Source: an optimization exercise on an open RTL-to-GDS flow (aim: small area, a short achievable clock period and few clock cycles). Production flows keep margins and buffers that such runs may drop.
At most, simulation tests tie the RTL to the original design; equivalence was not proved.
Power is estimated from default activity; no workload was simulated.

rev 12:
==> flow/design.v <==
module pq_engine (
    input  wire         clk,
    input  wire         rst,
    input  wire         cmd_valid,
    output wire         cmd_ready,
    input  wire [4:0]   cmd_k,
    input  wire [4:0]   cmd_x,
    input  wire [4:0]   cmd_y,
    input  wire         cmd_two,
    input  wire         in_valid,
    output wire         in_ready,
    input  wire [127:0] in_data,
    output wire         out_valid,
    input  wire         out_ready,
    output wire [127:0] out_data,
    output wire [4:0]   out_pos
);
    localparam LANES = 16;
    localparam [1:0] S_IDLE = 2'd0,
                     S_LOAD = 2'd1,
                     S_OUT1 = 2'd2,
                     S_OUT2 = 2'd3;
    function [7:0] gf_mul2;
        input [7:0] a;
        begin
            gf_mul2 = {a[6:0], 1'b0} ^ (a[7] ? 8'h1D : 8'h00);
        end
    endfunction
    function [7:0] gf_mul;
        input [7:0] a;
        input [7:0] b;
        integer i;
        reg [7:0] p;
        reg [7:0] t;
        begin
            p = 8'h00;
            t = a;
            for (i = 0; i < 8; i = i + 1) begin
                if (b[i])
                    p = p ^ t;
                t = gf_mul2(t);
            end
            gf_mul = p;
        end
    endfunction
    localparam [255:0] T_GPOW = 256'hc06030180c06038fc9ea75b45a2d984c261387cde8743a1d8040201008040201;
    localparam [255:0] T_GINV = 256'h122448903d7af4f5f7f3fbebcb8b0b162c58b07dfae9cf831b366cd8ad478e01;
    localparam [255:0] T_ZINV = 256'h595789deaaba8e02d2b4e9f26326dc678ac0e48574fba9a0545fed729da7f400;
    reg         cb_v;          
    reg         cb_p;          
    reg         cmd_rdy;
    reg [4:0]   cb_k, cb_x, cb_y;
    reg         cb_two;
    assign cmd_ready = cmd_rdy;
    wire cmd_fire = cmd_valid & cmd_rdy;
    wire [4:0] cb_k1   = cb_k + 5'd1;
    wire       cx_data = (cb_x < cb_k);
    wire [4:0] cb_d    = cb_y - cb_x;
    wire       cb_m0   = (cb_x == 5'd0);
    wire       cb_m1   = cb_two & (cb_y == 5'd1);
    wire       cb_qm   = (cb_x == cb_k1) | (cb_two & (cb_y == cb_k1));
    wire       cb_pm   = (cb_x == cb_k) | (cb_two & (cb_y == cb_k));
    wire       cb_dd   = cx_data & cb_two & (cb_y < cb_k);
    wire       cb_dp   = cx_data & cb_two & (cb_y == cb_k);
    wire       cb_dq   = cx_data & cb_two & (cb_y == cb_k1);
    wire       cb_qa   = (cb_x == cb_k1);
    wire [7:0] cb_gx   = T_GPOW[8*cb_x +: 8];
    wire [7:0] cb_gix  = T_GINV[8*cb_x +: 8];
    wire [7:0] cb_z    = T_ZINV[8*cb_d +: 8];
    reg  [7:0] p_c;
    always @(posedge clk)
        p_c <= cb_dd ? gf_mul(cb_z, cb_gix) : (cb_dp ? cb_gix : 8'h01);
    wire [7:0] l_c   = p_c;
    wire [7:0] l_e   = cb_dq ? cb_gx :
                       cb_dd ? cb_z :
                       (cb_dp | cb_qa) ? 8'h01 : 8'h00;
    wire [7:0] l_c1  = gf_mul2(l_c);
    wire [4:0] l_p0  = cb_m0 ? (cb_m1 ? 5'd2 : 5'd1) : 5'd0;
    wire [7:0] l_cw0 = cb_m0 ? (cb_m1 ? gf_mul2(l_c1) : l_c1) : l_c;
    wire [4:0] l_lp  = cb_qm ? (cb_pm ? cb_k - 5'd1 : cb_k) : cb_k1;
    reg [1:0]   state;
    reg         in_rdy;
    reg [4:0]   k_r, x_r, y_r, lp_r;  
    reg         two_r;
    reg         sx;            
    reg [4:0]   pos;           
    reg [7:0]   c_r, e_r;
    reg [7:0]   cw;            
    reg         isp_r, isq_r;  
    reg         last_r;        
    reg         first;         
    reg [127:0] acc_a, acc_x;
    assign in_ready  = in_rdy;
    assign out_valid = state[1];
    assign out_data  = acc_a;
    assign out_pos   = x_r;
    wire consume  = in_valid & in_rdy;
    wire out_fire = state[1] & out_ready;
    wire shift    = out_fire & (state == S_OUT1) & two_r;
    wire res_done = out_fire & ((state == S_OUT2) | ~two_r);
    wire load_row = cb_p & ((state == S_IDLE) | res_done);
    reg [1:0] state_n;
    always @(*) begin
        state_n = state;
        case (state)
            S_IDLE: if (cb_p) state_n = S_LOAD;
            S_LOAD: if (consume && last_r) state_n = S_OUT1;
            S_OUT1: if (out_ready) state_n = two_r ? S_OUT2 : (cb_p ? S_LOAD : S_IDLE);
            S_OUT2: if (out_ready) state_n = cb_p ? S_LOAD : S_IDLE;
        endcase
    end
    wire cb_v_n = cmd_fire | (cb_v & ~load_row);
    function is_missing;
        input [4:0] p;
        input [4:0] x;
        input [4:0] y;
        input       two;
        begin
            is_missing = (p == x) || (two && (p == y));
        end
    endfunction
    wire [4:0] pos1 = pos + 5'd1;
    wire [4:0] pos2 = pos + 5'd2;
    wire       m1   = is_missing(pos1, x_r, y_r, two_r);
    wire       m2   = is_missing(pos2, x_r, y_r, two_r);
    wire [4:0] pn   = m1 ? (m2 ? pos + 5'd3 : pos2) : pos1;
    wire [7:0] cw1  = gf_mul2(cw);
    wire [7:0] cw2  = gf_mul2(cw1);
    wire [7:0] cwn  = m1 ? (m2 ? gf_mul2(cw2) : cw2) : cw1;
    wire [7:0] w = isq_r ? c_r : (isp_r ? e_r : (cw ^ e_r));
    wire [7:0] wm [0:7];
    assign wm[0] = w;
    genvar gb, gl;
    generate
        for (gb = 1; gb < 8; gb = gb + 1) begin : g_wm
            assign wm[gb] = gf_mul2(wm[gb-1]);
        end
    endgenerate
    wire [127:0] prod;
    generate
        for (gl = 0; gl < LANES; gl = gl + 1) begin : g_lane
            wire [7:0] d = in_data[8*gl +: 8];
            assign prod[8*gl +: 8] =
                ({8{d[0]}} & wm[0]) ^ ({8{d[1]}} & wm[1]) ^
                ({8{d[2]}} & wm[2]) ^ ({8{d[3]}} & wm[3]) ^
                ({8{d[4]}} & wm[4]) ^ ({8{d[5]}} & wm[5]) ^
                ({8{d[6]}} & wm[6]) ^ ({8{d[7]}} & wm[7]);
        end
    endgenerate
    wire         add_a = consume & ~isq_r;
    wire         selx  = consume & last_r & sx;
    wire [127:0] a_f   = (acc_a & {128{~first}}) ^ (in_data & {128{add_a}});
    wire [127:0] x_f   = (acc_x & {128{~first}}) ^ prod;
    always @(posedge clk) begin
        acc_a <= shift ? acc_x : (a_f ^ (x_f & {128{selx}}));
        if (consume)
            acc_x <= x_f;
        if (cmd_fire) begin
            cb_k   <= cmd_k;
            cb_x   <= cmd_x;
            cb_y   <= cmd_y;
            cb_two <= cmd_two;
        end
        if (load_row) begin
            k_r    <= cb_k;
            x_r    <= cb_x;
            y_r    <= cb_y;
            two_r  <= cb_two;
            lp_r   <= l_lp;
            sx     <= cb_qa | cb_dp | cb_dd;
            c_r    <= l_c;
            e_r    <= l_e;
            pos    <= l_p0;
            cw     <= l_cw0;
            isp_r  <= (l_p0 == cb_k);
            isq_r  <= 1'b0;
            last_r <= (l_p0 == l_lp);
        end else begin
            if (consume) begin
                pos    <= pn;
                cw     <= cwn;
                isp_r  <= (pn == k_r);
                isq_r  <= (pn == k_r + 5'd1);
                last_r <= (pn == lp_r);
            end
            if (shift)
                x_r <= y_r;
        end
        if (rst) begin
            state   <= S_IDLE;
            cb_v    <= 1'b0;
            cb_p    <= 1'b0;
            cmd_rdy <= 1'b0;
            in_rdy  <= 1'b0;
            first   <= 1'b0;
        end else begin
            state   <= state_n;
            cb_v    <= cb_v_n;
            cb_p    <= cb_v & ~load_row;
            cmd_rdy <= ~cb_v_n;
            in_rdy  <= (state_n == S_LOAD);
            if (load_row)
                first <= 1'b1;
            else if (consume)
                first <= 1'b0;
        end
    end
endmodule
clock: 19.0 ns
lec_check: 0
cap_margin: 20
core_margin: 2
core_utilization: 70
slew_margin: 20
standard.sh (not shown) runs the stock make flow with config.mk's settings and CLKGATE_MAP_FILE= SYNTH_SCRIPT=/design/flow/synth_recipe.tcl, a recipe that flattens the netlist after the stock synthesis.
==> flow/flow/run.sh <==
#!/bin/bash
# Standard ORFS layout in two calls: synthesis and floorplan with no timing
# repair margin, then placement to the end with timing repair aimed below the
# clock period. Each call's output goes to its own log.
set -euo pipefail
bash standard.sh synth floorplan SETUP_SLACK_MARGIN=0 > orfs_synth_floorplan.log 2>&1
bash standard.sh finish SETUP_SLACK_MARGIN=14.0 "BUFFER_PORTS_ARGS=-buffer_cell sky130_fd_sc_hd__buf_2"  > orfs_place_route.log 2>&1
### rev 12 -> rev 13
diff --git a/flow/design.v b/flow/design.v
--- a/flow/design.v
+++ b/flow/design.v
@@ -80,7 +80,8 @@
     wire [4:0] l_lp  = cb_qm ? (cb_pm ? cb_k - 5'd1 : cb_k) : cb_k1;
     reg [1:0]   state;
     reg         in_rdy;
-    reg [4:0]   k_r, x_r, y_r, lp_r;  
+    reg [4:0]   opos;          
+    reg [4:0]   k_r, x_r, y_r, lp_r;
     reg         two_r;
     reg         sx;            
     reg [4:0]   pos;           
@@ -93,7 +94,7 @@
     assign in_ready  = in_rdy;
     assign out_valid = state[1];
     assign out_data  = acc_a;
-    assign out_pos   = x_r;
+    assign out_pos   = opos;
     wire consume  = in_valid & in_rdy;
     wire out_fire = state[1] & out_ready;
     wire shift    = out_fire & (state == S_OUT1) & two_r;
@@ -175,6 +176,7 @@
             isp_r  <= (l_p0 == cb_k);
             isq_r  <= 1'b0;
             last_r <= (l_p0 == l_lp);
+            opos   <= cb_x;
         end else begin
             if (consume) begin
                 pos    <= pn;
@@ -184,7 +186,7 @@
                 last_r <= (pn == lp_r);
             end
             if (shift)
-                x_r <= y_r;
+                opos <= y_r;
         end
         if (rst) begin
             state   <= S_IDLE;
==> notes.md <==
- Rev 12 vs rev 13, slowest library cell on the worst path: sky130_fd_sc_hd__xnor3_1 vs sky130_fd_sc_hd__dfxtp_1
- Between rev 12 and rev 13, the net switching fraction of the power is higher for rev 13.
- Compared with rev 12, in rev 13 final standard cell area without fillers fell by 600 µm²; number of port buffers ~0 delta.
- Rev 13: share of cells above drive strength 1 is 1.1 points lower than what rev 12 reported.
- Going from rev 12 to rev 13, met3 wirelength from detailed routing shrinks by 12%.
- Pre-CTS setup slack came out higher on rev 13 than on rev 12.
- The run with more routed wire is rev 12, not rev 13.
- Looking at synthesized area, rev 13 sits above rev 12.
- Compared with rev 12, in rev 13 total power consumption of the routed design dropped about 1.6%, via count dropped 630, maximum frequency climbed 1.3 MHz, pin count of the biggest net entering global routing climbed 27.
- Flip-flop and latch count for rev 13: about 1.5% up relative to rev 12
Testbench counts of rev 13, summed over its fixed seeds: cycles 8,497.
Only the layout flow was run in rev 12; the RTL was not checked for function there.

## static timing again, ports no longer ideal
No port has a modelled driver above. Below, the same layouts with a new extraction and two added sets of constraints.
Step 1, drivers: a clkbuf_16 drives clk and a buf_2 each remaining input, both assumed.
Step 2 adds t to the input delays and takes it off the output delays; t is the mean of the earliest and latest rising clock arrival at the registers after step 1. Input paths then give back, and output paths get back, about the clock's delay inside the block.
a / b / c = ideal / step 1 / step 2; a / b = the first two.
| run | t, ns | setup slack, ns | clock arrival spread, ns | worst register clock-pin slew, ns |
|---|---|---|---|---|
| rev 12 | 0.654 | 13.959 / 13.926 / 13.308 | 0.021 / 0.020 | 0.07 / 0.07 |
| rev 13 | 0.667 | 13.992 / 13.908 / 13.240 | 0.039 / 0.039 | 0.06 / 0.06 |
After both steps every run listed still meets setup and hold. The setup slack of rev 13, which loses most, moves by -0.084 ns with the drivers and by -0.752 ns with both steps.
